Source: an optimization exercise on an open RTL-to-GDS flow (aim: small area, a short achievable clock period and few clock cycles per item). Production flows keep margins and buffers that such runs may drop. Where RTL was checked, it was by simulation tests only, not by an equivalence proof against the original. Only the layout flow was run in run 1; the RTL was not checked for function there.

===== design.v =====
module dx_ecc (
    input  wire        clk,
    input  wire        rst,
    input  wire        in_valid,
    output wire        in_ready,
    input  wire        in_op,
    input  wire [63:0] in_data,
    input  wire [15:0] in_check,
    output reg         out_valid,
    output reg  [63:0] out_data,
    output reg  [15:0] out_check,
    output reg  [2:0]  out_status
);
    assign in_ready = 1'b1;
    function automatic [12:0] gf_pmul(input [6:0] a, input [6:0] b);
        integer i, j;
        begin
            gf_pmul = 13'd0;
            for (i = 0; i < 7; i = i + 1)
                for (j = 0; j < 7; j = j + 1)
                    gf_pmul[i + j] = gf_pmul[i + j] ^ (a[i] & b[j]);
        end
    endfunction
    function automatic [6:0] gf_mul(input [6:0] a, input [6:0] b);
        reg [12:0] p;
        integer i;
        begin
            p = 13'd0;
            for (i = 0; i < 7; i = i + 1)
                if (b[i]) p = p ^ ({6'd0, a} << i);
            for (i = 12; i >= 7; i = i - 1)
                if (p[i]) p = p ^ (13'h89 << (i - 7));
            gf_mul = p[6:0];
        end
    endfunction
    localparam [127:0] GF_INV3_T0 = 128'h85171f397d3521e1ec0715d9c155d956;
    localparam [127:0] GF_INV3_T1 = 128'h077bca8c40edde83cfa9b8fae20590f0;
    localparam [127:0] GF_INV3_T2 = 128'hd3d8a3c4b729aac8883ed3b1ef77e000;
    localparam [127:0] GF_INV3_T3 = 128'h9d7459fd639529fbdb72e2c062284688;
    localparam [127:0] GF_INV3_T4 = 128'h76d02a17ab13d34bf22b331b534913bc;
    localparam [127:0] GF_INV3_T5 = 128'h7a55ce6bcde0f5c45424a2b9e9a25f80;
    localparam [127:0] GF_INV3_T6 = 128'h4ae285f65b8d65a17edf971ddc8880a0;
    function automatic [6:0] gf_inv3(input [6:0] x);
        begin
            gf_inv3[0] = GF_INV3_T0[x];
            gf_inv3[1] = GF_INV3_T1[x];
            gf_inv3[2] = GF_INV3_T2[x];
            gf_inv3[3] = GF_INV3_T3[x];
            gf_inv3[4] = GF_INV3_T4[x];
            gf_inv3[5] = GF_INV3_T5[x];
            gf_inv3[6] = GF_INV3_T6[x];
        end
    endfunction
    localparam [127:0] IN_SET_T0 = 128'h341efc53e5ef0f6366edbbb9ab551f7e;
    function automatic [0:0] in_set(input [6:0] x);
        begin
            in_set[0] = IN_SET_T0[x];
        end
    endfunction
    function automatic [6:0] gf_sq(input [6:0] x);
        begin
            gf_sq[0] = ^(x & 7'h01);
            gf_sq[1] = ^(x & 7'h50);
            gf_sq[2] = ^(x & 7'h02);
            gf_sq[3] = ^(x & 7'h20);
            gf_sq[4] = ^(x & 7'h54);
            gf_sq[5] = ^(x & 7'h40);
            gf_sq[6] = ^(x & 7'h28);
        end
    endfunction
    function automatic [6:0] gf_ht(input [6:0] x);
        begin
            gf_ht[0] = ^(x & 7'h00);
            gf_ht[1] = ^(x & 7'h5c);
            gf_ht[2] = ^(x & 7'h58);
            gf_ht[3] = ^(x & 7'h60);
            gf_ht[4] = ^(x & 7'h16);
            gf_ht[5] = ^(x & 7'h68);
            gf_ht[6] = ^(x & 7'h48);
        end
    endfunction
    function automatic [6:0] gf_ht13(input [12:0] x);
        begin
            gf_ht13[0] = ^(x & 13'h0000);
            gf_ht13[1] = ^(x & 13'h13dc);
            gf_ht13[2] = ^(x & 13'h11d8);
            gf_ht13[3] = ^(x & 13'h1660);
            gf_ht13[4] = ^(x & 13'h0a16);
            gf_ht13[5] = ^(x & 13'h1ae8);
            gf_ht13[6] = ^(x & 13'h08c8);
        end
    endfunction
    function automatic [6:0] pois_lin(input [6:0] x);
        begin
            pois_lin[0] = ^(x & 7'h1c);
            pois_lin[1] = ^(x & 7'h33);
            pois_lin[2] = ^(x & 7'h12);
            pois_lin[3] = ^(x & 7'h2c);
            pois_lin[4] = ^(x & 7'h3b);
            pois_lin[5] = ^(x & 7'h2b);
            pois_lin[6] = ^(x & 7'h13);
        end
    endfunction
    wire [0:0] v_0;
    reg  [0:0] v_1;
    reg  [0:0] v_2;
    wire [0:0] op_0;
    reg  [0:0] op_1;
    reg  [0:0] op_2;
    wire [63:0] d_0;
    reg  [63:0] d_1;
    reg  [63:0] d_2;
    wire [15:0] c_0;
    reg  [15:0] c_1;
    wire [6:0] s1_0;
    reg  [6:0] s1_1;
    reg  [6:0] s1_2;
    wire [6:0] s3_0;
    reg  [6:0] s3_1;
    wire [0:0] q_0;
    reg  [0:0] q_1;
    wire [0:0] p1_0;
    reg  [0:0] p1_1;
    reg  [0:0] p1_2;
    wire [0:0] s15_0;
    reg  [0:0] s15_1;
    reg  [0:0] s15_2;
    wire [14:0] cb_1;
    reg  [14:0] cb_2;
    wire [6:0] e_1;
    wire [6:0] i3_1;
    wire [6:0] z_1;
    reg  [6:0] z_2;
    wire [0:0] t0_1;
    reg  [0:0] t0_2;
    wire [0:0] ez_1;
    reg  [0:0] ez_2;
    wire [0:0] szero_1;
    reg  [0:0] szero_2;
    wire [0:0] pz_1;
    reg  [0:0] pz_2;
    wire [6:0] x1_2;
    wire [6:0] x2_2;
    wire [0:0] in1_2;
    wire [0:0] in2_2;
    wire [0:0] s1z_2;
    wire [0:0] corr_2;
    wire [0:0] keep_2;
    wire [0:0] e78_2;
    wire [2:0] st_2;
    wire [77:0] hit_2;
    wire [63:0] od_2;
    reg  [63:0] od_3;
    wire [14:0] oc_2;
    reg  [14:0] oc_3;
    wire [2:0] ost_2;
    reg  [2:0] ost_3;
    wire [0:0] ov_2;
    reg  [0:0] ov_3;
    generate if (1) begin : g_in
        assign v_0 = in_valid;
        assign op_0 = in_op;
        assign d_0 = in_data;
        assign c_0 = in_check;
    end endgenerate
    generate if (1) begin : g_S
        wire [13:0] cg = c_0[13:0] & {14{op_0}};
        wire [275:0] xt;
        assign xt[0] = d_0[10] ^ d_0[61];
        assign xt[1] = d_0[11] ^ d_0[62];
        assign xt[2] = d_0[3] ^ d_0[19];
        assign xt[3] = d_0[6] ^ d_0[58];
        assign xt[4] = d_0[9] ^ d_0[43];
        assign xt[5] = d_0[37] ^ d_0[38];
        assign xt[6] = d_0[44] ^ xt[0];
        assign xt[7] = d_0[5] ^ d_0[53];
        assign xt[8] = d_0[13] ^ d_0[42];
        assign xt[9] = d_0[16] ^ d_0[23];
        assign xt[10] = d_0[24] ^ d_0[36];
        assign xt[11] = d_0[45] ^ d_0[59];
        assign xt[12] = d_0[46] ^ d_0[60];
        assign xt[13] = d_0[1] ^ d_0[12];
        assign xt[14] = d_0[2] ^ d_0[25];
        assign xt[15] = d_0[4] ^ d_0[52];
        assign xt[16] = d_0[7] ^ d_0[41];
        assign xt[17] = d_0[14] ^ d_0[17];
        assign xt[18] = d_0[26] ^ d_0[47];
        assign xt[19] = d_0[20] ^ xt[1];
        assign xt[20] = d_0[35] ^ xt[9];
        assign xt[21] = d_0[54] ^ xt[3];
        assign xt[22] = d_0[57] ^ xt[4];
        assign xt[23] = d_0[15] ^ d_0[18];
        assign xt[24] = d_0[34] ^ d_0[39];
        assign xt[25] = d_0[48] ^ cg[9];
        assign xt[26] = d_0[55] ^ d_0[63];
        assign xt[27] = d_0[8] ^ xt[8];
        assign xt[28] = d_0[32] ^ xt[2];
        assign xt[29] = d_0[33] ^ xt[5];
        assign xt[30] = cg[7] ^ xt[10];
        assign xt[31] = cg[8] ^ xt[14];
        assign xt[32] = d_0[31] ^ xt[6];
        assign xt[33] = d_0[0] ^ d_0[22];
        assign xt[34] = d_0[21] ^ d_0[27];
        assign xt[35] = d_0[40] ^ cg[13];
        assign xt[36] = d_0[28] ^ xt[12];
        assign xt[37] = d_0[29] ^ xt[24];
        assign xt[38] = d_0[49] ^ xt[17];
        assign xt[39] = d_0[51] ^ xt[7];
        assign xt[40] = d_0[56] ^ xt[11];
        assign xt[41] = cg[10] ^ xt[18];
        assign xt[42] = xt[16] ^ xt[26];
        assign xt[43] = d_0[30] ^ xt[22];
        assign xt[44] = cg[11] ^ xt[30];
        assign xt[45] = xt[13] ^ xt[29];
        assign xt[46] = xt[15] ^ xt[21];
        assign xt[47] = xt[20] ^ xt[27];
        assign xt[48] = d_0[50] ^ xt[23];
        assign xt[49] = cg[5] ^ xt[42];
        assign xt[50] = cg[12] ^ xt[31];
        assign xt[51] = xt[19] ^ xt[25];
        assign xt[52] = cg[6] ^ xt[47];
        assign xt[53] = xt[32] ^ xt[39];
        assign xt[54] = xt[33] ^ xt[46];
        assign xt[55] = xt[41] ^ xt[51];
        assign xt[56] = cg[4] ^ xt[35];
        assign xt[57] = d_0[58] ^ xt[28];
        assign xt[58] = d_0[63] ^ xt[38];
        assign xt[59] = xt[6] ^ xt[48];
        assign xt[60] = xt[34] ^ xt[37];
        assign xt[61] = cg[3] ^ xt[44];
        assign xt[62] = xt[1] ^ xt[43];
        assign xt[63] = xt[40] ^ xt[50];
        assign xt[64] = d_0[0] ^ d_0[48];
        assign xt[65] = d_0[4] ^ d_0[28];
        assign xt[66] = d_0[9] ^ d_0[23];
        assign xt[67] = d_0[11] ^ d_0[25];
        assign xt[68] = d_0[12] ^ d_0[15];
        assign xt[69] = d_0[19] ^ cg[7];
        assign xt[70] = d_0[26] ^ d_0[59];
        assign xt[71] = d_0[32] ^ d_0[40];
        assign xt[72] = d_0[33] ^ d_0[61];
        assign xt[73] = d_0[41] ^ d_0[42];
        assign xt[74] = d_0[34] ^ xt[12];
        assign xt[75] = d_0[37] ^ xt[17];
        assign xt[76] = d_0[45] ^ xt[34];
        assign xt[77] = d_0[47] ^ xt[10];
        assign xt[78] = d_0[51] ^ xt[0];
        assign xt[79] = cg[0] ^ xt[7];
        assign xt[80] = cg[8] ^ xt[13];
        assign xt[81] = cg[9] ^ xt[67];
        assign xt[82] = cg[13] ^ xt[2];
        assign xt[83] = xt[4] ^ xt[73];
        assign xt[84] = xt[35] ^ xt[68];
        assign xt[85] = d_0[38] ^ xt[36];
        assign xt[86] = cg[1] ^ xt[36];
        assign xt[87] = cg[2] ^ xt[28];
        assign xt[88] = cg[4] ^ xt[19];
        assign xt[89] = xt[5] ^ xt[20];
        assign xt[90] = xt[11] ^ xt[79];
        assign xt[91] = xt[21] ^ xt[77];
        assign xt[92] = d_0[5] ^ xt[60];
        assign xt[93] = d_0[29] ^ xt[45];
        assign xt[94] = d_0[57] ^ xt[57];
        assign xt[95] = d_0[62] ^ xt[32];
        assign xt[96] = xt[18] ^ xt[59];
        assign xt[97] = xt[22] ^ xt[58];
        assign xt[98] = xt[43] ^ xt[49];
        assign xt[99] = xt[44] ^ xt[75];
        assign xt[100] = xt[45] ^ xt[65];
        assign xt[101] = xt[49] ^ xt[80];
        assign xt[102] = d_0[24] ^ xt[63];
        assign xt[103] = d_0[27] ^ xt[52];
        assign xt[104] = d_0[36] ^ xt[54];
        assign xt[105] = d_0[39] ^ xt[53];
        assign xt[106] = xt[38] ^ xt[54];
        assign xt[107] = xt[52] ^ xt[53];
        assign xt[108] = xt[55] ^ xt[61];
        assign xt[109] = xt[56] ^ xt[107];
        assign xt[110] = d_0[1] ^ d_0[27];
        assign xt[111] = d_0[61] ^ xt[64];
        assign xt[112] = xt[71] ^ xt[110];
        assign xt[113] = xt[36] ^ xt[42];
        assign xt[114] = xt[111] ^ xt[112];
        assign xt[115] = xt[47] ^ xt[90];
        assign xt[116] = xt[113] ^ xt[114];
        assign xt[117] = xt[62] ^ xt[99];
        assign xt[118] = xt[115] ^ xt[116];
        assign xt[119] = xt[117] ^ xt[118];
        assign xt[120] = d_0[8] ^ d_0[56];
        assign xt[121] = xt[23] ^ xt[120];
        assign xt[122] = xt[83] ^ xt[121];
        assign xt[123] = xt[50] ^ xt[58];
        assign xt[124] = xt[86] ^ xt[91];
        assign xt[125] = xt[122] ^ xt[93];
        assign xt[126] = xt[95] ^ xt[123];
        assign xt[127] = xt[124] ^ xt[125];
        assign xt[128] = xt[126] ^ xt[127];
        assign xt[129] = d_0[7] ^ d_0[16];
        assign xt[130] = cg[13] ^ xt[5];
        assign xt[131] = xt[8] ^ xt[11];
        assign xt[132] = xt[14] ^ xt[25];
        assign xt[133] = xt[26] ^ xt[129];
        assign xt[134] = xt[37] ^ xt[130];
        assign xt[135] = xt[131] ^ xt[132];
        assign xt[136] = xt[133] ^ xt[87];
        assign xt[137] = xt[134] ^ xt[135];
        assign xt[138] = xt[62] ^ xt[96];
        assign xt[139] = xt[136] ^ xt[137];
        assign xt[140] = xt[138] ^ xt[139];
        assign xt[141] = d_0[20] ^ d_0[49];
        assign xt[142] = d_0[55] ^ d_0[56];
        assign xt[143] = cg[10] ^ xt[8];
        assign xt[144] = xt[16] ^ xt[66];
        assign xt[145] = xt[70] ^ xt[141];
        assign xt[146] = xt[142] ^ xt[143];
        assign xt[147] = xt[144] ^ xt[145];
        assign xt[148] = xt[146] ^ xt[147];
        assign xt[149] = xt[61] ^ xt[94];
        assign xt[150] = xt[100] ^ xt[148];
        assign xt[151] = xt[105] ^ xt[149];
        assign xt[152] = xt[150] ^ xt[151];
        assign xt[153] = d_0[10] ^ d_0[14];
        assign xt[154] = d_0[43] ^ d_0[50];
        assign xt[155] = d_0[57] ^ d_0[60];
        assign xt[156] = cg[11] ^ xt[71];
        assign xt[157] = xt[153] ^ xt[154];
        assign xt[158] = xt[155] ^ xt[27];
        assign xt[159] = xt[29] ^ xt[156];
        assign xt[160] = xt[157] ^ xt[46];
        assign xt[161] = xt[88] ^ xt[158];
        assign xt[162] = xt[159] ^ xt[92];
        assign xt[163] = xt[160] ^ xt[161];
        assign xt[164] = xt[102] ^ xt[162];
        assign xt[165] = xt[163] ^ xt[164];
        assign xt[166] = d_0[3] ^ d_0[14];
        assign xt[167] = d_0[21] ^ d_0[22];
        assign xt[168] = d_0[35] ^ d_0[44];
        assign xt[169] = cg[12] ^ xt[3];
        assign xt[170] = xt[24] ^ xt[70];
        assign xt[171] = xt[72] ^ xt[166];
        assign xt[172] = xt[167] ^ xt[168];
        assign xt[173] = xt[39] ^ xt[81];
        assign xt[174] = xt[84] ^ xt[169];
        assign xt[175] = xt[170] ^ xt[171];
        assign xt[176] = xt[172] ^ xt[85];
        assign xt[177] = xt[173] ^ xt[174];
        assign xt[178] = xt[175] ^ xt[98];
        assign xt[179] = xt[176] ^ xt[177];
        assign xt[180] = xt[178] ^ xt[179];
        assign xt[181] = d_0[60] ^ xt[16];
        assign xt[182] = xt[37] ^ xt[40];
        assign xt[183] = xt[41] ^ xt[84];
        assign xt[184] = xt[181] ^ xt[182];
        assign xt[185] = xt[183] ^ xt[95];
        assign xt[186] = xt[184] ^ xt[103];
        assign xt[187] = xt[104] ^ xt[185];
        assign xt[188] = xt[186] ^ xt[187];
        assign xt[189] = cg[5] ^ xt[72];
        assign xt[190] = xt[28] ^ xt[30];
        assign xt[191] = xt[83] ^ xt[189];
        assign xt[192] = xt[90] ^ xt[190];
        assign xt[193] = xt[191] ^ xt[55];
        assign xt[194] = xt[192] ^ xt[106];
        assign xt[195] = xt[193] ^ xt[194];
        assign xt[196] = d_0[0] ^ d_0[17];
        assign xt[197] = xt[196] ^ xt[40];
        assign xt[198] = xt[82] ^ xt[88];
        assign xt[199] = xt[89] ^ xt[91];
        assign xt[200] = xt[197] ^ xt[101];
        assign xt[201] = xt[198] ^ xt[199];
        assign xt[202] = xt[105] ^ xt[200];
        assign xt[203] = xt[201] ^ xt[202];
        assign xt[204] = d_0[12] ^ d_0[13];
        assign xt[205] = d_0[52] ^ d_0[54];
        assign xt[206] = xt[9] ^ xt[204];
        assign xt[207] = xt[205] ^ xt[31];
        assign xt[208] = xt[82] ^ xt[206];
        assign xt[209] = xt[85] ^ xt[207];
        assign xt[210] = xt[208] ^ xt[92];
        assign xt[211] = xt[97] ^ xt[209];
        assign xt[212] = xt[108] ^ xt[210];
        assign xt[213] = xt[211] ^ xt[212];
        assign xt[214] = d_0[52] ^ cg[1];
        assign xt[215] = cg[6] ^ xt[33];
        assign xt[216] = xt[66] ^ xt[214];
        assign xt[217] = xt[74] ^ xt[76];
        assign xt[218] = xt[81] ^ xt[215];
        assign xt[219] = xt[216] ^ xt[57];
        assign xt[220] = xt[217] ^ xt[218];
        assign xt[221] = xt[96] ^ xt[99];
        assign xt[222] = xt[101] ^ xt[219];
        assign xt[223] = xt[220] ^ xt[221];
        assign xt[224] = xt[222] ^ xt[223];
        assign xt[225] = d_0[18] ^ d_0[21];
        assign xt[226] = d_0[41] ^ d_0[47];
        assign xt[227] = xt[12] ^ xt[15];
        assign xt[228] = xt[25] ^ xt[225];
        assign xt[229] = xt[226] ^ xt[31];
        assign xt[230] = xt[227] ^ xt[228];
        assign xt[231] = xt[229] ^ xt[230];
        assign xt[232] = xt[94] ^ xt[231];
        assign xt[233] = xt[232] ^ xt[109];
        assign xt[234] = d_0[2] ^ d_0[55];
        assign xt[235] = cg[3] ^ cg[12];
        assign xt[236] = xt[7] ^ xt[69];
        assign xt[237] = xt[234] ^ xt[235];
        assign xt[238] = xt[56] ^ xt[74];
        assign xt[239] = xt[236] ^ xt[237];
        assign xt[240] = xt[59] ^ xt[89];
        assign xt[241] = xt[238] ^ xt[239];
        assign xt[242] = xt[62] ^ xt[240];
        assign xt[243] = xt[241] ^ xt[104];
        assign xt[244] = xt[242] ^ xt[243];
        assign xt[245] = d_0[22] ^ d_0[46];
        assign xt[246] = d_0[53] ^ cg[2];
        assign xt[247] = xt[23] ^ xt[69];
        assign xt[248] = xt[245] ^ xt[246];
        assign xt[249] = xt[78] ^ xt[247];
        assign xt[250] = xt[248] ^ xt[249];
        assign xt[251] = xt[55] ^ xt[100];
        assign xt[252] = xt[250] ^ xt[102];
        assign xt[253] = xt[103] ^ xt[251];
        assign xt[254] = xt[252] ^ xt[253];
        assign xt[255] = d_0[2] ^ d_0[7];
        assign xt[256] = xt[2] ^ xt[3];
        assign xt[257] = xt[15] ^ xt[64];
        assign xt[258] = xt[255] ^ xt[19];
        assign xt[259] = xt[76] ^ xt[78];
        assign xt[260] = xt[256] ^ xt[257];
        assign xt[261] = xt[258] ^ xt[259];
        assign xt[262] = xt[260] ^ xt[93];
        assign xt[263] = xt[97] ^ xt[261];
        assign xt[264] = xt[262] ^ xt[263];
        assign xt[265] = cg[0] ^ c_0[14];
        assign xt[266] = xt[265] ^ xt[48];
        assign xt[267] = xt[45] ^ xt[60];
        assign xt[268] = xt[86] ^ xt[87];
        assign xt[269] = xt[266] ^ xt[63];
        assign xt[270] = xt[98] ^ xt[267];
        assign xt[271] = xt[268] ^ xt[106];
        assign xt[272] = xt[108] ^ xt[269];
        assign xt[273] = xt[270] ^ xt[109];
        assign xt[274] = xt[271] ^ xt[272];
        assign xt[275] = xt[273] ^ xt[274];
        assign s1_0[0] = xt[119];
        assign s1_0[1] = xt[128];
        assign s1_0[2] = xt[140];
        assign s1_0[3] = xt[152];
        assign s1_0[4] = xt[165];
        assign s1_0[5] = xt[180];
        assign s1_0[6] = xt[188];
        assign s3_0[0] = xt[195];
        assign s3_0[1] = xt[203];
        assign s3_0[2] = xt[213];
        assign s3_0[3] = xt[224];
        assign s3_0[4] = xt[233];
        assign s3_0[5] = xt[244];
        assign s3_0[6] = xt[254];
        assign q_0 = xt[264];
        assign p1_0 = xt[275];
        assign s15_0 = c_0[15];
    end endgenerate
    generate if (1) begin : g_cb
        wire [13:0] rd;
        wire [40:0] xr;
        assign xr[0] = s1_1[0] ^ s3_1[0];
        assign xr[1] = s1_1[1] ^ s3_1[3];
        assign xr[2] = s1_1[2] ^ s3_1[6];
        assign xr[3] = s1_1[3] ^ s1_1[5];
        assign xr[4] = xr[1] ^ xr[2];
        assign xr[5] = s1_1[4] ^ s1_1[6];
        assign xr[6] = s3_1[1] ^ s3_1[5];
        assign xr[7] = s3_1[2] ^ xr[0];
        assign xr[8] = s3_1[4] ^ xr[5];
        assign xr[9] = xr[3] ^ xr[4];
        assign xr[10] = s1_1[6] ^ xr[1];
        assign xr[11] = s3_1[2] ^ xr[6];
        assign xr[12] = s3_1[5] ^ xr[0];
        assign xr[13] = s1_1[3] ^ xr[4];
        assign xr[14] = xr[0] ^ xr[8];
        assign xr[15] = xr[6] ^ xr[9];
        assign xr[16] = s3_1[0] ^ s3_1[5];
        assign xr[17] = xr[2] ^ xr[3];
        assign xr[18] = xr[5] ^ xr[16];
        assign xr[19] = xr[17] ^ xr[18];
        assign xr[20] = s3_1[3] ^ xr[2];
        assign xr[21] = xr[11] ^ xr[20];
        assign xr[22] = s1_1[2] ^ s1_1[5];
        assign xr[23] = xr[22] ^ xr[14];
        assign xr[24] = xr[3] ^ xr[10];
        assign xr[25] = xr[3] ^ xr[12];
        assign xr[26] = s1_1[5] ^ s3_1[4];
        assign xr[27] = s3_1[5] ^ xr[26];
        assign xr[28] = xr[7] ^ xr[27];
        assign xr[29] = xr[10] ^ xr[11];
        assign xr[30] = xr[3] ^ xr[7];
        assign xr[31] = xr[8] ^ xr[30];
        assign xr[32] = xr[7] ^ xr[13];
        assign xr[33] = s1_1[4] ^ xr[12];
        assign xr[34] = xr[13] ^ xr[33];
        assign xr[35] = s1_1[4] ^ s3_1[1];
        assign xr[36] = xr[35] ^ xr[7];
        assign xr[37] = xr[9] ^ xr[36];
        assign xr[38] = xr[14] ^ xr[15];
        assign xr[39] = s3_1[2] ^ xr[8];
        assign xr[40] = xr[9] ^ xr[39];
        assign rd[0] = xr[19];
        assign rd[1] = xr[21];
        assign rd[2] = xr[23];
        assign rd[3] = xr[24];
        assign rd[4] = xr[25];
        assign rd[5] = xr[15];
        assign rd[6] = xr[28];
        assign rd[7] = xr[29];
        assign rd[8] = xr[31];
        assign rd[9] = xr[32];
        assign rd[10] = xr[34];
        assign rd[11] = xr[37];
        assign rd[12] = xr[38];
        assign rd[13] = xr[40];
        assign cb_1 = op_1 ? c_1[14:0] : {q_1, rd};
    end endgenerate
    generate if (1) begin : g_E
        assign e_1 = gf_mul(s1_1, gf_sq(s1_1)) ^ s3_1;
        assign i3_1 = gf_inv3(s1_1);
    end endgenerate
    generate if (1) begin : g_K
        wire [12:0] kp = gf_pmul(e_1, i3_1);
        assign z_1 = gf_ht13(kp);
        assign t0_1 = ~^(kp & 13'h0881);
        assign ez_1 = (e_1 == 7'd0);
        assign szero_1 = (s1_1 == 7'd0) && (e_1 == 7'd0);
        wire [6:0] ts1 = s1_1 ^ 7'h40;
        wire tz = (ts1 == 7'd0) && (e_1 == 7'h12);
        wire ts = in_set(ts1) && (e_1 == (pois_lin(s1_1) ^ 7'h12));
        wire [1:0] tp = {s15_1, p1_1} ^ 2'd2;
        assign pz_1 = (tz && (tp != 2'd3)) || (ts && (tp == 2'd1));
    end endgenerate
    generate if (1) begin : g_X
        assign x1_2 = gf_mul(s1_2, z_2);
        assign x2_2 = x1_2 ^ s1_2;
        assign in1_2 = in_set(x1_2);
        assign in2_2 = in_set(x2_2);
        assign s1z_2 = (s1_2 == 7'd0);
    end endgenerate
    generate if (1) begin : g_st
        wire ok1 = !s1z_2 && ez_2 && in2_2;
        wire ok2 = !s1z_2 && !ez_2 && t0_2 && in1_2 && in2_2;
        wire one = (ok1 && p1_2 && !s15_2) || (szero_2 && (p1_2 ^ s15_2));
        wire two = (ok2 && !p1_2 && !s15_2) || (ok1 && (p1_2 == s15_2)) || (szero_2 && p1_2 && s15_2);
        wire clean = szero_2 && !p1_2 && !s15_2;
        assign st_2 = !op_2 || clean ? 3'd0 : one ? 3'd1 : two ? 3'd2 : pz_2 ? 3'd3 : 3'd4;
        assign corr_2 = op_2 && (one || two);
        assign keep_2 = !op_2 || clean || one || two;
        assign e78_2 = p1_2 ^ (ez_2 && !szero_2);
    end endgenerate
    generate if (1) begin : g_hit
        assign hit_2[0] = (x1_2 == 7'h01) || (x2_2 == 7'h01);
        assign hit_2[1] = (x1_2 == 7'h02) || (x2_2 == 7'h02);
        assign hit_2[2] = (x1_2 == 7'h04) || (x2_2 == 7'h04);
        assign hit_2[3] = (x1_2 == 7'h08) || (x2_2 == 7'h08);
        assign hit_2[4] = (x1_2 == 7'h10) || (x2_2 == 7'h10);
        assign hit_2[5] = (x1_2 == 7'h20) || (x2_2 == 7'h20);
        assign hit_2[6] = (x1_2 == 7'h40) || (x2_2 == 7'h40);
        assign hit_2[7] = (x1_2 == 7'h09) || (x2_2 == 7'h09);
        assign hit_2[8] = (x1_2 == 7'h12) || (x2_2 == 7'h12);
        assign hit_2[9] = (x1_2 == 7'h24) || (x2_2 == 7'h24);
        assign hit_2[10] = (x1_2 == 7'h48) || (x2_2 == 7'h48);
        assign hit_2[11] = (x1_2 == 7'h19) || (x2_2 == 7'h19);
        assign hit_2[12] = (x1_2 == 7'h32) || (x2_2 == 7'h32);
        assign hit_2[13] = (x1_2 == 7'h64) || (x2_2 == 7'h64);
        assign hit_2[14] = (x1_2 == 7'h41) || (x2_2 == 7'h41);
        assign hit_2[15] = (x1_2 == 7'h0b) || (x2_2 == 7'h0b);
        assign hit_2[16] = (x1_2 == 7'h16) || (x2_2 == 7'h16);
        assign hit_2[17] = (x1_2 == 7'h2c) || (x2_2 == 7'h2c);
        assign hit_2[18] = (x1_2 == 7'h58) || (x2_2 == 7'h58);
        assign hit_2[19] = (x1_2 == 7'h39) || (x2_2 == 7'h39);
        assign hit_2[20] = (x1_2 == 7'h72) || (x2_2 == 7'h72);
        assign hit_2[21] = (x1_2 == 7'h6d) || (x2_2 == 7'h6d);
        assign hit_2[22] = (x1_2 == 7'h53) || (x2_2 == 7'h53);
        assign hit_2[23] = (x1_2 == 7'h2f) || (x2_2 == 7'h2f);
        assign hit_2[24] = (x1_2 == 7'h5e) || (x2_2 == 7'h5e);
        assign hit_2[25] = (x1_2 == 7'h35) || (x2_2 == 7'h35);
        assign hit_2[26] = (x1_2 == 7'h6a) || (x2_2 == 7'h6a);
        assign hit_2[27] = (x1_2 == 7'h5d) || (x2_2 == 7'h5d);
        assign hit_2[28] = (x1_2 == 7'h33) || (x2_2 == 7'h33);
        assign hit_2[29] = (x1_2 == 7'h66) || (x2_2 == 7'h66);
        assign hit_2[30] = (x1_2 == 7'h45) || (x2_2 == 7'h45);
        assign hit_2[31] = (x1_2 == 7'h03) || (x2_2 == 7'h03);
        assign hit_2[32] = (x1_2 == 7'h06) || (x2_2 == 7'h06);
        assign hit_2[33] = (x1_2 == 7'h0c) || (x2_2 == 7'h0c);
        assign hit_2[34] = (x1_2 == 7'h18) || (x2_2 == 7'h18);
        assign hit_2[35] = (x1_2 == 7'h30) || (x2_2 == 7'h30);
        assign hit_2[36] = (x1_2 == 7'h60) || (x2_2 == 7'h60);
        assign hit_2[37] = (x1_2 == 7'h49) || (x2_2 == 7'h49);
        assign hit_2[38] = (x1_2 == 7'h1b) || (x2_2 == 7'h1b);
        assign hit_2[39] = (x1_2 == 7'h36) || (x2_2 == 7'h36);
        assign hit_2[40] = (x1_2 == 7'h6c) || (x2_2 == 7'h6c);
        assign hit_2[41] = (x1_2 == 7'h51) || (x2_2 == 7'h51);
        assign hit_2[42] = (x1_2 == 7'h2b) || (x2_2 == 7'h2b);
        assign hit_2[43] = (x1_2 == 7'h56) || (x2_2 == 7'h56);
        assign hit_2[44] = (x1_2 == 7'h25) || (x2_2 == 7'h25);
        assign hit_2[45] = (x1_2 == 7'h4a) || (x2_2 == 7'h4a);
        assign hit_2[46] = (x1_2 == 7'h1d) || (x2_2 == 7'h1d);
        assign hit_2[47] = (x1_2 == 7'h3a) || (x2_2 == 7'h3a);
        assign hit_2[48] = (x1_2 == 7'h74) || (x2_2 == 7'h74);
        assign hit_2[49] = (x1_2 == 7'h61) || (x2_2 == 7'h61);
        assign hit_2[50] = (x1_2 == 7'h4b) || (x2_2 == 7'h4b);
        assign hit_2[51] = (x1_2 == 7'h1f) || (x2_2 == 7'h1f);
        assign hit_2[52] = (x1_2 == 7'h3e) || (x2_2 == 7'h3e);
        assign hit_2[53] = (x1_2 == 7'h7c) || (x2_2 == 7'h7c);
        assign hit_2[54] = (x1_2 == 7'h71) || (x2_2 == 7'h71);
        assign hit_2[55] = (x1_2 == 7'h6b) || (x2_2 == 7'h6b);
        assign hit_2[56] = (x1_2 == 7'h5f) || (x2_2 == 7'h5f);
        assign hit_2[57] = (x1_2 == 7'h37) || (x2_2 == 7'h37);
        assign hit_2[58] = (x1_2 == 7'h6e) || (x2_2 == 7'h6e);
        assign hit_2[59] = (x1_2 == 7'h55) || (x2_2 == 7'h55);
        assign hit_2[60] = (x1_2 == 7'h23) || (x2_2 == 7'h23);
        assign hit_2[61] = (x1_2 == 7'h46) || (x2_2 == 7'h46);
        assign hit_2[62] = (x1_2 == 7'h05) || (x2_2 == 7'h05);
        assign hit_2[63] = (x1_2 == 7'h0a) || (x2_2 == 7'h0a);
        assign hit_2[64] = (x1_2 == 7'h14) || (x2_2 == 7'h14);
        assign hit_2[65] = (x1_2 == 7'h28) || (x2_2 == 7'h28);
        assign hit_2[66] = (x1_2 == 7'h50) || (x2_2 == 7'h50);
        assign hit_2[67] = (x1_2 == 7'h29) || (x2_2 == 7'h29);
        assign hit_2[68] = (x1_2 == 7'h52) || (x2_2 == 7'h52);
        assign hit_2[69] = (x1_2 == 7'h2d) || (x2_2 == 7'h2d);
        assign hit_2[70] = (x1_2 == 7'h5a) || (x2_2 == 7'h5a);
        assign hit_2[71] = (x1_2 == 7'h3d) || (x2_2 == 7'h3d);
        assign hit_2[72] = (x1_2 == 7'h7a) || (x2_2 == 7'h7a);
        assign hit_2[73] = (x1_2 == 7'h7d) || (x2_2 == 7'h7d);
        assign hit_2[74] = (x1_2 == 7'h73) || (x2_2 == 7'h73);
        assign hit_2[75] = (x1_2 == 7'h6f) || (x2_2 == 7'h6f);
        assign hit_2[76] = (x1_2 == 7'h57) || (x2_2 == 7'h57);
        assign hit_2[77] = (x1_2 == 7'h27) || (x2_2 == 7'h27);
    end endgenerate
    generate if (1) begin : g_out
        assign od_2 = {64{keep_2}} & (d_2 ^ ({64{corr_2}} & hit_2[77:14]));
        assign oc_2 = {15{keep_2}} & (cb_2 ^ ({15{corr_2}} & {e78_2, hit_2[13:0]}));
        assign ost_2 = st_2;
        assign ov_2 = v_2;
    end endgenerate
    always @(posedge clk) begin
        v_1 <= rst ? 1'b0 : v_0;
        v_2 <= rst ? 1'b0 : v_1;
        op_1 <= op_0;
        op_2 <= op_1;
        d_1 <= d_0;
        d_2 <= d_1;
        c_1 <= c_0;
        s1_1 <= s1_0;
        s1_2 <= s1_1;
        s3_1 <= s3_0;
        q_1 <= q_0;
        p1_1 <= p1_0;
        p1_2 <= p1_1;
        s15_1 <= s15_0;
        s15_2 <= s15_1;
        cb_2 <= cb_1;
        z_2 <= z_1;
        t0_2 <= t0_1;
        ez_2 <= ez_1;
        szero_2 <= szero_1;
        pz_2 <= pz_1;
        od_3 <= od_2;
        oc_3 <= oc_2;
        ost_3 <= ost_2;
        ov_3 <= rst ? 1'b0 : ov_2;
    end
    always @* begin
        out_valid  = ov_3;
        out_data   = od_3;
        out_check  = {1'b0, oc_3};
        out_status = ost_3;
    end
endmodule

===== flow/run.sh =====
#!/bin/bash
# Own flow: the standard layout (standard synthesis unchanged), with
#  - port buffers of sky130_fd_sc_hd__buf_2 instead of the automatically chosen cell;
set -euo pipefail
bash standard.sh \
  "SETUP_SLACK_MARGIN=${FLOW_SETUP_MARGIN:-9.5}" \
  "BUFFER_PORTS_ARGS=-buffer_cell sky130_fd_sc_hd__buf_2" \
  finish > standard_make.log 2>&1

===== standard.sh =====
#!/bin/bash
# synth_recipe.tcl (not shown) runs the flow's synth.tcl, then flattens the netlist and writes it again
# the make line also repeats each setting of config.mk as NAME=value (left out here)
make -C /OpenROAD-flow-scripts/flow DESIGN_CONFIG=/design/flow/config.mk WORK_HOME=/design/flow/orfs CLKGATE_MAP_FILE= SYNTH_SCRIPT=/design/flow/synth_recipe.tcl "${@:-finish}"

===== constraint.sdc =====
create_clock -name core_clock -period 14.0 [get_ports {clk}]
set_input_delay 2.8000 -clock core_clock [delete_from_list [all_inputs] [get_ports {clk}]]
set_output_delay 2.8000 -clock core_clock [all_outputs]
set_load 0.01 [all_outputs]

===== config.mk =====
export PLATFORM = sky130hd
export DESIGN_NAME = dx_ecc
export DESIGN_NICKNAME = dx_ecc
export VERILOG_FILES = /design/flow/design.v
export SDC_FILE = /design/flow/constraint.sdc
export NUM_CORES = 4
export LEC_CHECK = 0
export CAP_MARGIN = 20
export CORE_MARGIN = 2
export CORE_UTILIZATION = 60
export SLEW_MARGIN = 20

==> results of run 1 <==
metrics by stage:
step           util (%)  instances  worst slack (ns)
2_1_floorplan         -       1835              9.51
3_3_place_gp       64.3       2275              8.90
3_5_place_dp       64.3       2275              8.87
4_1_cts            68.3       2328              9.52
5_1_grt            69.2       2332              9.50
6_report           69.2       2332              9.58
metal layers:
layer	wire, µm	up-vias	global-route usage, %
li1	-	6446	-
met1	22600	6560	49.7
met2	23800	802	54.1
met3	4830	116	6.07
met4	1600	0	9.40
met5	0	-	0
cell usage after synthesis, drive strengths merged (3+ instances only):
cell	count	share of area, %
mux2i	93	5.6
and3	4	0.15
o211a	3	0.18
o221ai	4	0.29
o211ai	20	0.93
xor3	5	0.72
clkbuf	37	0.84
o31a	3	0.16
ha	27	2.0
xnor2	360	19
nand3	93	2.8
o311ai	5	0.26
o22ai	86	3.2
nand2b	43	1.6
xor2	84	4.7
a31oi	10	0.38
o31ai	8	0.36
or2	4	0.15
buf	76	2.9
a21o	4	0.18
inv	22	0.50
o21ai	43	1.3
mux2	5	0.34
nor3	11	0.36
or3	6	0.23
and2	9	0.34
nor2b	21	0.79
o21a	3	0.14
nand2	265	6.0
mux4	6	0.81
a311oi	4	0.21
xnor3	14	1.9
nor2	60	1.4
a221oi	6	0.32
o2111ai	5	0.26
a21oi	43	1.3
nor4	4	0.15
a211oi	17	0.80
dfxtp	281	34
path summary, 6_finish.rpt:
check | cells past startpoint | end | slack (ns)
worst min register to register | 0 | d_2[55] | 0.31
worst max register to register | 14 | z_2[5] | 9.65
worst max-delay path | 8 | s1_1[6] | 9.58
worst min-delay path | 0 | d_2[55] | 0.31
cells by family after synthesis:
kind of cell | Yosys count | share of synthesized area (%)
flops | 281 | 33.9
compound gates | 290 | 11.8
mux | 104 | 6.76
fa+ha+maj | 27 | 2.03
other cells | 2 | 0.0452
buf+inv | 135 | 4.20
simple gates | 533 | 14.6
xor+xnor | 463 | 26.7
worst max-delay path, cell delays in order:
cell	delay, ns
buf_2	0.15
xor2_1	0.22
xnor2_1	0.47
xnor2_1	0.18
xnor2_1	0.38
xor2_1	0.36
xnor2_1	0.14
xnor2_1	0.13
cell type report:
cell class	instances	area, µm²	area share, %
clock inverters	18	253	1.35
well taps	372	465	2.48
repair inverters	1	5.00	0.0267
multi-input cells	1419	10500	56.0
clock buffers	31	712	3.80
repair buffers	188	1090	5.82
flip-flops and latches	281	5640	30.0
inverters	22	86.3	0.460
flip-flops by register name (all words and copies together), names as in the netlist, 15 cells and up:
register / count
d_2: 64
d_1: 64
c_1: 15
cb_2: 15
od_3: 64
oc_3: 15
repair_timing:
item                                    in CTS  in global routing
pin swaps                                    1                  2
resized for setup                           16                 36
setup buffers                                3                  1
endpoints found under the setup margin      87                 90
cloned                                       1                  3
==> metrics.csv, run 1 <==
stage;metric;value;unit
setup_path;crit start category;input pin;
route;DRT antenna net count;0;
place;post-detail-place hpwl;38400;µm
sta;Max Fclk;226;MHz
sta;hold_ws;0.307;ns
sta;final hold vios;0;
clocking;worst-skew pair later-pin latency;0.55;ns
yosys;YS warnings;1;
clocking;clock root buffer;clkbuf_16;
yosys;register bit total from synthesis;281;
route;DRT Pass-1 Iters;6;
clocking;Clock transition at path regs;0.06;ns
setup_path;crit-path max FO;3;
sta;Slew Limit Fails;0;
sta;Relative slew margins;41.5;%
yosys;top_reg_cell synth;dfxtp_1;
floorplan;die area;0.0290;mm²
route;Initial DRC Count;1808;
global_routing;initial antenna violation count;0;
worst_hold_path;worst hold start;d_1[55];
sta;total negative slack;0;ns
clocking;TritonCTS clock tree;yes;
sta;period utilization;31.6;%
setup_path;Worst Setup SP;in_data[42];
place;Placed Area;0.0174;mm²
worst_hold_path;hold crit path type;flop to flop;
finish;Layout Area Growth over Synthesis;12.9;%
sta;Setup violations, final;0;
setup_path;r2r startpoint;s1_1[3];
yosys;sequential fraction of the synthesis area;33.9;%
sta;worst slew pin tran;0.877;ns
global_routing;first-pass GRT wire length;76500;µm
floorplan;I/O pin total;169;
finish;number of diodes;0;
setup_path;Setup CP Type;input pin to flop;
clocking;# hold bufs at CTS;0;
global_routing;vias in the first global route;12700;
global_routing;gr ovfl total;0;
finish;Final nets;2052;
place;port buffer count;166;
yosys;syn_nets;1946;
yosys;Post-synth EDFFs;0;
sta;Clock Skews;0.0246;ns
global_routing;pin count of the biggest net entering global routing;102;
setup_path;worst endpoint required time;14.42;ns
sta;RSZ-0062 raised after global routing;no;
clocking;CTS buffer count;28;
finish;layout cells sized above 1;15.9;%
yosys;Gate Count Post-Synth;1835;
floorplan;core area;0.0271;mm²
route;Residual DRC;0;
floorplan;row count;60;
flow_run;Max Cap Viol;0;
floorplan;Die W;170;µm
yosys;synthesized area;0.0166;mm²
status;status;finished clean;
clocking;Max clock buf depth;3;
clocking;H-tree depth;1;
sta;Min Clock Period, post-route;4.42;ns
global_routing;Total GRT Usage;34.8;%
floorplan;die extent in y;170;µm
route;Vias per Instance;5.97;
finish;commonest non-fill, non-tap cell in the layout;xnor2_1;
route;Via Count;13900;
route;routed length per instance;22.6;µm
setup_path;crit end category;flop;
yosys;async set-or-reset flop fraction in the synthesized netlist;0;%
yosys;Cell variety after synth;85;
clocking;Sink Count;281;
finish;filler cell count;2194;
place;Placer Congestion;0.995;
route;total detailed-routing wirelength;52800;µm
setup_path;CP arrival;4.84;ns
yosys;synthesized area per cell;9.05;µm²
finish;most frequent cells in the layout;xnor2_1, dfxtp_1, nand2_1;
finish;Design Area, Final;0.0188;mm²
floorplan;Initial Util;61.3;%
==> inputs of run 2 (changes only) <==
--- a/design.v
+++ b/design.v
@@ -526,7 +526,7 @@
     end endgenerate
     generate if (1) begin : g_K
-        wire [12:0] kp = gf_pmul(e_1, i3_1);
+        wire [12:0] kp = gf_pmul(s3_1, i3_1);
         assign z_1 = gf_ht13(kp);
-        assign t0_1 = ~^(kp & 13'h0881);
+        assign t0_1 = ^(kp & 13'h0881);
         assign ez_1 = (e_1 == 7'd0);
         assign szero_1 = (s1_1 == 7'd0) && (e_1 == 7'd0);
--- a/config.mk
+++ b/config.mk
@@ -6,4 +6,5 @@
 export NUM_CORES = 4
 export LEC_CHECK = 0
+export ABC_AREA = 1
 export CAP_MARGIN = 20
 export CORE_MARGIN = 2
==> run 2 against run 1 <==
Against the previous run:
- critical path depth decreased by 1
- utilization decreased by 1.3 points
- critical endpoint is now s1_1[2]
- highest routed layer is now met5
- final cell count increased by 28%
- critical path type unchanged
- non-clock buffer count decreased by 9
- clock skew increased by 0.030 ns
- worst setup slack got worse by 0.020 ns
- largest cell class unchanged
- first-iteration DRC count increased by 35%
- die area increased by 5.2%
==> metrics.csv, run 2 <==
stage;metric;value;unit
route;Initial DRC Count;2446;
sta;Clock Skews;0.0547;ns
setup_path;worst-path cell chain;buf_2, xnor2_1, xor2_1, xor2_1, xnor2_1, xor2_1, xor2_1;
yosys;Cell variety after synth;45;
finish;Layout Area Growth over Synthesis;11.4;%
floorplan;die area;0.0305;mm²
sta;RSZ-0062 raised after global routing;no;
route;DRT antenna net count;0;
place;post-detail-place hpwl;44000;µm
worst_hold_path;worst-case hold path end point;d_2[36];
floorplan;core area;0.0287;mm²
clocking;H-tree depth;1;
clocking;CTS buffer count;28;
route;Met3 Routed Length;6400;µm
clocking;post-CTS setup buffers;0;
route;routed length per instance;19.7;µm
setup_path;critical path's top delay family;XOR/XNOR gates;
yosys;synthesized area per cell;7.04;µm²
setup_path;CP peak stage delay;0.38;ns
global_routing;first-pass GRT wire length;87800;µm
floorplan;Die W;175;µm
floorplan;I/O pin total;169;
setup_path;worst r2r dst;od_3[59];
clocking;Max clock buf depth;3;
worst_hold_path;hold crit path type;flop to flop;
yosys;area leader, netlist;dfxtp_1;
floorplan;row count;62;
place;Placed Cells;2939;
setup_path;r2r worst-path depth;26;
sta;Final Worst Setup Slack;9.56;ns
sta;worst slew pin tran;1.06;ns
worst_hold_path;Hold Path Cell Cnt;0;
clocking;clock root buffer;clkbuf_16;
global_routing;pin count of the biggest net entering global routing;133;
global_routing;Total GRT Usage;36.7;%
route;met2 WL post-DR;26500;µm
clocking;Sink Count;281;
setup_path;WP buf/inv;1;
place;Placed Area;0.0184;mm²
finish;layout cells sized above 1;11.7;%
sta;period utilization;31.7;%
global_routing;gr ovfl total;0;
route;Vias per Instance;5.75;
yosys;register bit total from synthesis;281;
route;DRT Pass-1 Iters;6;
flow_run;Max Cap Viol;0;
setup_path;crit end category;flop;
sta;final hold vios;0;
route;post-route met1 wirelength;23800;µm
clocking;# hold bufs at CTS;0;
clocking;TritonCTS clock tree;yes;
clocking;Clock transition at path regs;0.06;ns
finish;number of diodes;0;
status;status;finished clean;
finish;most frequent cells in the layout;nand2_1, dfxtp_1, inv_1;
place;port buffer count;166;
sta;Max Fclk;225;MHz
setup_path;most used cell, CP;xor2_1;
floorplan;die extent in y;175;µm
sta;Setup violations, final;0;
setup_path;worst endpoint required time;14.45;ns
setup_path;crit-path max FO;3;
sta;Min Clock Period, post-route;4.44;ns
clocking;worst-skew pair later-pin latency;0.58;ns
route;total detailed-routing wirelength;58900;µm
floorplan;Initial Util;61.0;%
global_routing;vias in the first global route;15600;
yosys;Post-synth EDFFs;0;
yosys;async set-or-reset flop fraction in the synthesized netlist;0;%
yosys;Synth top cells by count;nand2_1, dfxtp_1, inv_1;
setup_path;crit start category;input pin;
finish;Final Instance Count excl. Fillers;2990;
sta;Slew Limit Fails;0;
finish;Design Area, Final;0.0195;mm²
route;Via Count;17200;
finish;Largest regs;d_1 (64), d_2 (64), od_3 (64);
sta;total negative slack;0;ns
place;DP Worst Slack;8.97;ns
yosys;share of the synthesized area in the top cell type;32.2;%
yosys;synth top area cells;dfxtp_1, nand2_1, xor2_1, xnor2_1, nand3_1;
setup_path;Worst Setup SP;in_data[9];
setup_path;Max stage delay cell, worst path;xor2_1;
finish;Final nets;2699;
yosys;cell with the most instances after synthesis;nand2_1;
route;Highest Signal Layer;met5;
place;Placer Congestion;0.996;
setup_path;CP arrival;4.89;ns
route;Residual DRC;0;
yosys;sequential fraction of the synthesis area;32.2;%
setup_path;R2R setup slack;9.81;ns
setup_path;r2r startpoint;z_2[1];
finish;commonest non-fill, non-tap cell in the layout;nand2_1;
sta;Relative slew margins;29.6;%
yosys;Gate Count Post-Synth;2485;
yosys;syn_nets;2596;
yosys;top_reg_cell synth;dfxtp_1;
yosys;YS warnings;1;
setup_path;Setup CP Type;input pin to flop;
worst_hold_path;worst hold start;d_1[36];
global_routing;initial antenna violation count;5;
yosys;synthesized area;0.0175;mm²
## run 2: changes by cell type in the layout (fill, tap and decap cells not counted), sizes merged, moves of 92 or more
cell,before,now
nand2,265,659
xor2,84,243
nand3,93,206
nor2,60,189
mux2i,93,1
inv,23,272
xnor2,360,175
## run 2: through the flow
step | hold WS, ns | utilization [%]
floorplan | 0.310 | -
global placement | 0.312 | 64.0
detailed placement | 0.312 | 64.0
CTS | 0.295 | 67.4
global route | 0.297 | 67.9
finish | 0.288 | 67.9
## run 2: cell type report
| type | instances | area (µm²) |
|---|---|---|
| Timing Repair Buffer | 179 | 991 |
| Sequential cell | 281 | 5660 |
| Fill cell | 2487 | 9210 |
| Clock inverter | 12 | 168 |
| Inverter | 276 | 1040 |
| Multi-Input combinational cell | 1822 | 10400 |
| Clock buffer | 36 | 791 |
| Tap cell | 384 | 480 |
## run 2: logic make-up after synthesis
family	count (synthesis)	synth area share [%]
compound gates	207	6.94
xor+xnor	418	21.0
fa+ha+maj	27	1.93
buf+inv	382	9.30
flops	281	32.2
mux	3	0.186
other cells	2	0.0429
simple gates	1165	28.4
## run 2: worst max path at each step
stage                           to  slack, ns  cells past startpoint
final                      s1_1[2]       9.56                      7
after global routing       s3_1[3]       9.51                      9
after CTS                 od_3[63]       9.52                     30
after detailed placement  od_3[63]       8.97                     28
after global placement     s1_1[4]       8.92                      8
after floorplan            s1_1[3]       9.50                     10
## run 2: per-layer routing
metal / vias up / track usage (%)
met4: 4 / 12.1
li1: 8068 / -
met3: 195 / 6.29
met5: - / 0
met2: 1083 / 59.1
met1: 7830 / 49.9
## run 2: what timing repair did
item	CTS	global route
resized for setup	5	25
cloned	0	3
setup endpoints to repair	67	90
Testbench counts of run 2, summed over its fixed seeds: cycles 12,024, items 12,000.
==> inputs of run 3 (changes only) <==
--- a/flow/run.sh
+++ b/flow/run.sh
@@ -4,5 +4,5 @@
 set -euo pipefail
 bash standard.sh \
-  "SETUP_SLACK_MARGIN=${FLOW_SETUP_MARGIN:-9.5}" \
+  "SETUP_SLACK_MARGIN=${FLOW_SETUP_MARGIN:-9.3}" \
   "BUFFER_PORTS_ARGS=-buffer_cell sky130_fd_sc_hd__buf_2" \
   finish > standard_make.log 2>&1
--- a/config.mk
+++ b/config.mk
@@ -6,7 +6,6 @@
 export NUM_CORES = 4
 export LEC_CHECK = 0
-export ABC_AREA = 1
 export CAP_MARGIN = 20
 export CORE_MARGIN = 2
-export CORE_UTILIZATION = 60
+export CORE_UTILIZATION = 40
 export SLEW_MARGIN = 20
==> run 3 against run 2 <==
Against the previous run:
- still clean on timing, DRC and antenna
- synthesized area fell by 7.3%
- synthesized cell count decreased by 26%
- non-clock buffer count is 13 higher
- utilization shrank 21 points
- hold slack gained 0.033 ns
- highest routed layer unchanged
==> metrics.csv, run 3 <==
stage;metric;value;unit
yosys;share of the synthesized area in the top cell type;34.7;%
global_routing;Total GRT Usage;25.0;%
yosys;top_reg_cell synth;dfxtp_1;
flow_run;Max Cap Viol;0;
finish;Largest regs;d_1 (64), d_2 (64), od_3 (64);
floorplan;die area;0.0422;mm²
sta;RSZ-0062 raised after global routing;no;
setup_path;crit-path max FO;23;
yosys;register bit total from synthesis;281;
yosys;Post-synth EDFFs;0;
place;post-detail-place hpwl;40800;µm
floorplan;core area;0.0399;mm²
setup_path;worst endpoint required time;14.48;ns
yosys;YS warnings;1;
clocking;H-tree depth;1;
sta;Max Fclk;221;MHz
yosys;Gate Count Post-Synth;1831;
floorplan;row count;73;
floorplan;Die W;205;µm
finish;commonest non-fill, non-tap cell in the layout;xnor2_1;
clocking;Clock transition at path regs;0.06;ns
place;Placed Cells;2428;
clocking;Sink Count;281;
sta;final hold vios;0;
yosys;area leader, netlist;dfxtp_1;
global_routing;vias in the first global route;12900;
yosys;cell with the most instances after synthesis;xnor2_1;
clocking;Max clock buf depth;3;
route;Residual DRC;0;
worst_hold_path;hold crit path type;flop to flop;
setup_path;crit end category;flop;
place;port buffer count;166;
route;Via Count;13500;
yosys;async set-or-reset flop fraction in the synthesized netlist;0;%
place;Placer Congestion;0.996;
yosys;Cell variety after synth;74;
finish;Final nets;2060;
yosys;Synth top cells by count;xnor2_1, nand2_1, dfxtp_1;
sta;worst slew pin tran;1.08;ns
clocking;clock root buffer;clkbuf_16;
sta;Min Clock Period, post-route;4.52;ns
setup_path;Setup CP Type;input pin to flop;
route;Vias per Instance;5.40;
yosys;synthesized area per cell;8.86;µm²
finish;layout cells sized above 1;16.2;%
floorplan;Initial Util;40.7;%
clocking;CTS buffer count;30;
status;status;finished clean;
global_routing;gr ovfl total;0;
place;DP Worst Slack;8.16;ns
finish;Util after Layout;47.3;%
route;Initial DRC Count;1415;
yosys;synthesized area;0.0162;mm²
yosys;sequential fraction of the synthesis area;34.7;%
global_routing;first-pass GRT wire length;79800;µm
sta;period utilization;32.3;%
finish;most frequent cells in the layout;xnor2_1, nand2_1, dfxtp_1;
sta;total negative slack;0;ns
setup_path;CP arrival;5.00;ns
finish;Layout Area Growth over Synthesis;16.3;%
route;routed length per instance;21.6;µm
clocking;worst-skew pair later-pin latency;0.56;ns
sta;Clock Skews;0.0184;ns
finish;Final Instance Count excl. Fillers;2498;
sta;Slew Limit Fails;0;
global_routing;pin count of the biggest net entering global routing;90;
sta;Setup violations, final;0;
floorplan;die extent in y;205;µm
route;DRT Pass-1 Iters;6;
setup_path;crit start category;input pin;
route;total detailed-routing wirelength;54000;µm
clocking;# hold bufs at CTS;0;
sta;Relative slew margins;27.5;%
global_routing;initial antenna violation count;5;
sta;Final Worst Setup Slack;9.48;ns
sta;hold_ws;0.321;ns
clocking;TritonCTS clock tree;yes;
route;DRT antenna net count;0;
yosys;syn_nets;1942;
floorplan;I/O pin total;169;
yosys;synth top area cells;dfxtp_1, xnor2_1, nand2_1, xor2_1, mux2i_1;
==> run 3: path summary, 6_finish.rpt <==
kind,start,endpoint,slack (ns),depth (start not counted)
setup / recovery,in_op,p1_1,9.48,8
hold / removal,d_1[58],d_2[58],0.32,0
setup reg to reg,s1_1[0],z_2[1],9.49,14
hold reg to reg,d_1[58],d_2[58],0.32,0
==> run 3: repair_timing <==
| action | CTS | global route |
|---|---|---|
| endpoints found under the setup margin | 87 | 86 |
| setup buffers | 5 | 8 |
| pin swaps | 3 | 4 |
| resized for setup | 33 | 26 |
| cloned | 1 | 0 |
==> run 3: area by class of cell <==
cell class	instances	area [µm²]
antenna	1	2.50
clock buffer	36	813
clock inverter	19	304
fill	3855	21000
inverter	21	87.6
multi-input combinational	1423	10300
sequential	281	5640
tap	525	657
timing repair buffer	192	1080
==> run 3: critical path, cell delays in order <==
cell and delay [ns]:
buf_2 0.36, nand2_1 0.27, xnor2_1 0.34, xnor2_1 0.18
xnor2_1 0.44, xnor2_1 0.23, xor2_1 0.23, xnor2_1 0.14
==> run 3: metrics by stage <==
step | instance area [µm²]
4_1_cts | 18700
3_3_place_gp | 17400
2_1_floorplan | 16200
3_5_place_dp | 17400
5_1_grt | 18900
6_report | 18900
==> run 3: cells by family after synthesis <==
logic type / synth area share [%]
adders and majority gates: 2.08
and+or+nand+nor: 14.7
DFF: 34.7
xor gates and xnor gates: 27.7
AOI/OAI and AO/OA: 12.3
muxes: 5.32
other: 0.0463
buffers and inverters: 3.25
==> run 3: metal layers <==
metal	global-route usage [%]	wire, µm
met1	36.0	24400
met2	38.8	24100
met3	3.41	3950
met4	7.07	1560
met5	0	15
==> inputs of run 4 (changes only) <==
--- a/flow/run.sh
+++ b/flow/run.sh
@@ -4,5 +4,5 @@
 set -euo pipefail
 bash standard.sh \
-  "SETUP_SLACK_MARGIN=${FLOW_SETUP_MARGIN:-9.3}" \
+  "SETUP_SLACK_MARGIN=${FLOW_SETUP_MARGIN:-9.5}" \
   "BUFFER_PORTS_ARGS=-buffer_cell sky130_fd_sc_hd__buf_2" \
   finish > standard_make.log 2>&1
--- a/config.mk
+++ b/config.mk
@@ -8,4 +8,5 @@
 export CAP_MARGIN = 20
 export CORE_MARGIN = 2
-export CORE_UTILIZATION = 40
+export CORE_UTILIZATION = 60
+export CTS_BUF_LIST = sky130_fd_sc_hd__clkbuf_4 sky130_fd_sc_hd__clkbuf_8
 export SLEW_MARGIN = 20
==> run 4 against run 3 <==
Against the previous run:
- synthesized area unchanged
- clock-buffer cell count up 30
- non-clock buffer count stayed put
- utilization grew 22 points
- critical path depth stayed put
- global-route usage up 11 points
- sequential share of layout area increased by 0.61 points
- critical endpoint unchanged
- highest routed layer unchanged
==> metrics.csv, run 4 <==
stage;metric;value;unit
status;status;finished clean;
floorplan;I/O pin total;169;
floorplan;row count;60;
yosys;Synth Area in Simple Gates;14.7;%
route;DRT Pass-1 Iters;7;
sta;total negative slack;0;ns
clocking;Clock transition at path regs;0.07;ns
sta;Setup violations, final;0;
finish;number of diodes;0;
yosys;sequential fraction of the synthesis area;34.7;%
finish;Final nets;2075;
clocking;H-tree depth;2;
yosys;main combinational cell family by area after synthesis;XOR/XNOR gates;
floorplan;die area;0.0284;mm²
yosys;share of the synthesized area in the top cell type;34.7;%
finish;Final Instance Count excl. Fillers;2338;
yosys;Synth top cells by count;xnor2_1, nand2_1, dfxtp_1;
route;routed length per instance;22.1;µm
setup_path;crit-path max FO;3;
finish;most frequent cells in the layout;xnor2_1, nand2_1, dfxtp_1;
setup_path;crit end category;flop;
global_routing;vias in the first global route;13200;
finish;filler cell count;2170;
yosys;Post-synth EDFFs;0;
global_routing;pin count of the biggest net entering global routing;90;
clocking;CTS buffer count;44;
route;DRT antenna net count;0;
yosys;YS warnings;1;
yosys;synthesized area per cell;8.86;µm²
floorplan;Die W;168;µm
route;Initial DRC Count;1912;
clocking;clock root buffer;clkbuf_8;
sta;Min Clock Period, post-route;4.43;ns
yosys;cell with the most instances after synthesis;xnor2_1;
finish;commonest non-fill, non-tap cell in the layout;xnor2_1;
yosys;async set-or-reset flop fraction in the synthesized netlist;0;%
sta;period utilization;31.6;%
floorplan;die extent in y;168;µm
yosys;Gate Count Post-Synth;1831;
yosys;register bit total from synthesis;281;
yosys;syn_nets;1942;
finish;Layout Area Growth over Synthesis;14.3;%
route;Residual DRC;0;
finish;Design Area, Final;0.0185;mm²
sta;Clock Skews;0.0371;ns
yosys;Cell variety after synth;74;
yosys;area leader, netlist;dfxtp_1;
global_routing;first-pass GRT wire length;77500;µm
finish;layout cells sized above 1;17.6;%
yosys;synth top area cells;dfxtp_1, xnor2_1, nand2_1, xor2_1, mux2i_1;
sta;Relative slew margins;34.0;%
place;Placer Congestion;1.03;
flow_run;Max Cap Viol;0;
sta;worst slew pin tran;0.987;ns
sta;Slew Limit Fails;0;
floorplan;core area;0.0267;mm²
clocking;Sink Count;281;
yosys;post-synthesis compound-gate area fraction;12.3;%
yosys;post-synthesis mux area share;5.32;%
route;Via Count;14100;
yosys;adder-cell share of the synthesized area;2.08;%
worst_hold_path;hold crit path type;flop to flop;
route;Vias per Instance;6.02;
place;port buffer count;166;
yosys;XOR/XNOR Fraction of Synth Area;27.7;%
setup_path;crit start category;input pin;
global_routing;initial antenna violation count;1;
yosys;top_reg_cell synth;dfxtp_1;
clocking;TritonCTS clock tree;yes;
route;total detailed-routing wirelength;51700;µm
sta;RSZ-0062 raised after global routing;no;
finish;Largest regs;d_1 (64), d_2 (64), od_3 (64);
sta;final hold vios;0;
place;Placed Cells;2244;
place;Placed Area;0.0171;mm²
floorplan;Initial Util;60.7;%
place;post-detail-place hpwl;38000;µm
setup_path;CP arrival;4.88;ns
global_routing;gr ovfl total;0;
clocking;worst-skew pair later-pin latency;0.57;ns
clocking;# hold bufs at CTS;0;
yosys;synthesized area;0.0162;mm²
setup_path;worst endpoint required time;14.45;ns
clocking;Max clock buf depth;3;
setup_path;Setup CP Type;input pin to flop;
global_routing;Total GRT Usage;35.5;%
sta;Max Fclk;226;MHz
==> run 4: area by class of cell <==
type	instances	area, µm²	share of cell area, %
multi-input cells	1424	10300	55.6
flip-flops and latches	281	5660	30.5
repair buffers	192	1090	5.90
clock buffers	66	846	4.56
well taps	341	427	2.30
clock inverters	13	114	0.614
inverters	21	86.3	0.466
==> run 4: cell families after synthesis <==
group / Yosys count
and+or+nand+nor: 529
muxes: 78
DFF: 281
adders and majority gates: 27
other: 2
AOI/OAI and AO/OA: 305
buffers and inverters: 127
xor gates and xnor gates: 482
==> run 4: per-stage QoR <==
stage | worst slack [ns] | hold WS [ns] | util (%)
after floorplan | 9.60 | 0.310 | -
after global placement | 8.32 | 0.311 | 64.1
after detailed placement | 8.18 | 0.312 | 64.1
after CTS | 9.50 | 0.310 | 68.7
after global routing | 9.49 | 0.324 | 69.4
final | 9.57 | 0.309 | 69.4
==> run 4: worst max-delay path, cell delays in order <==
cell and delay [ns]:
buf_2 0.13, xor2_1 0.17, xnor2_1 0.63, xnor2_1 0.30
xnor2_1 0.35, xnor2_1 0.13, xnor2_1 0.20, xnor2_1 0.16
==> run 4: final timing paths <==
path / start / end / slack [ns] / cells past startpoint
worst max-delay path: in_data[16] / p1_1 / 9.57 / 8
worst min-delay path: d_1[24] / d_2[24] / 0.31 / 0
worst max register to register: z_2[5] / oc_3[10] / 9.64 / 14
worst min register to register: d_1[24] / d_2[24] / 0.31 / 0
==> run 4: repair_timing <==
action,in CTS,in global routing
endpoints found under the setup margin,88,91
gates resized for setup,38,32
hold endpoints to repair,0,0
pin swaps,6,6
setup buffers,7,5
gates cloned,3,0
==> run 4: per-layer routing <==
metal	vias up	global-route usage [%]	share of wire (%)	wire length, µm
met4	2	11.2	3.4	1780
met5	-	0	0.021	11
met1	6593	49.7	42	21700
li1	6434	-	-	-
met2	887	55.1	44	22700
met3	152	7.51	11	5570

==> re-timing with driven ports <==
The results above use ideal ports. As a check the final layouts listed here were re-extracted and re-timed, cells and wires unchanged.
Step 1 sets driving cells, clkbuf_16 on the clock port and buf_2 on the other inputs (assumed; they add their load-dependent delay and slew).
Step 2 moves the port delays by t, midway between the first and last clock arrival at a register: inputs arrive t later, outputs are due t later. That takes back most of the time a late clock gives input paths.
a / b / c = ideal / step 1 / step 2; a / b = the first two.
| run | t, ns | slack for setup (ns) | worst setup path after step 2 | latest minus earliest clock arrival (ns) |
|---|---|---|---|---|
| run 1 | 0.593 | 9.578 / 9.611 / 9.018 | input to register | 0.025 / 0.025 |
| run 2 | 0.610 | 9.558 / 9.590 / 8.980 | input to register | 0.056 / 0.056 |
| run 3 | 0.599 | 9.481 / 9.489 / 8.907 | input to register | 0.019 / 0.020 |
| run 4 | 0.595 | 9.573 / 9.601 / 9.006 | input to register | 0.048 / 0.047 |
After both steps setup and hold are still met in every run listed. The setup slack of run 2, which loses most, moves by +0.032 ns with the drivers and by -0.578 ns with both steps.
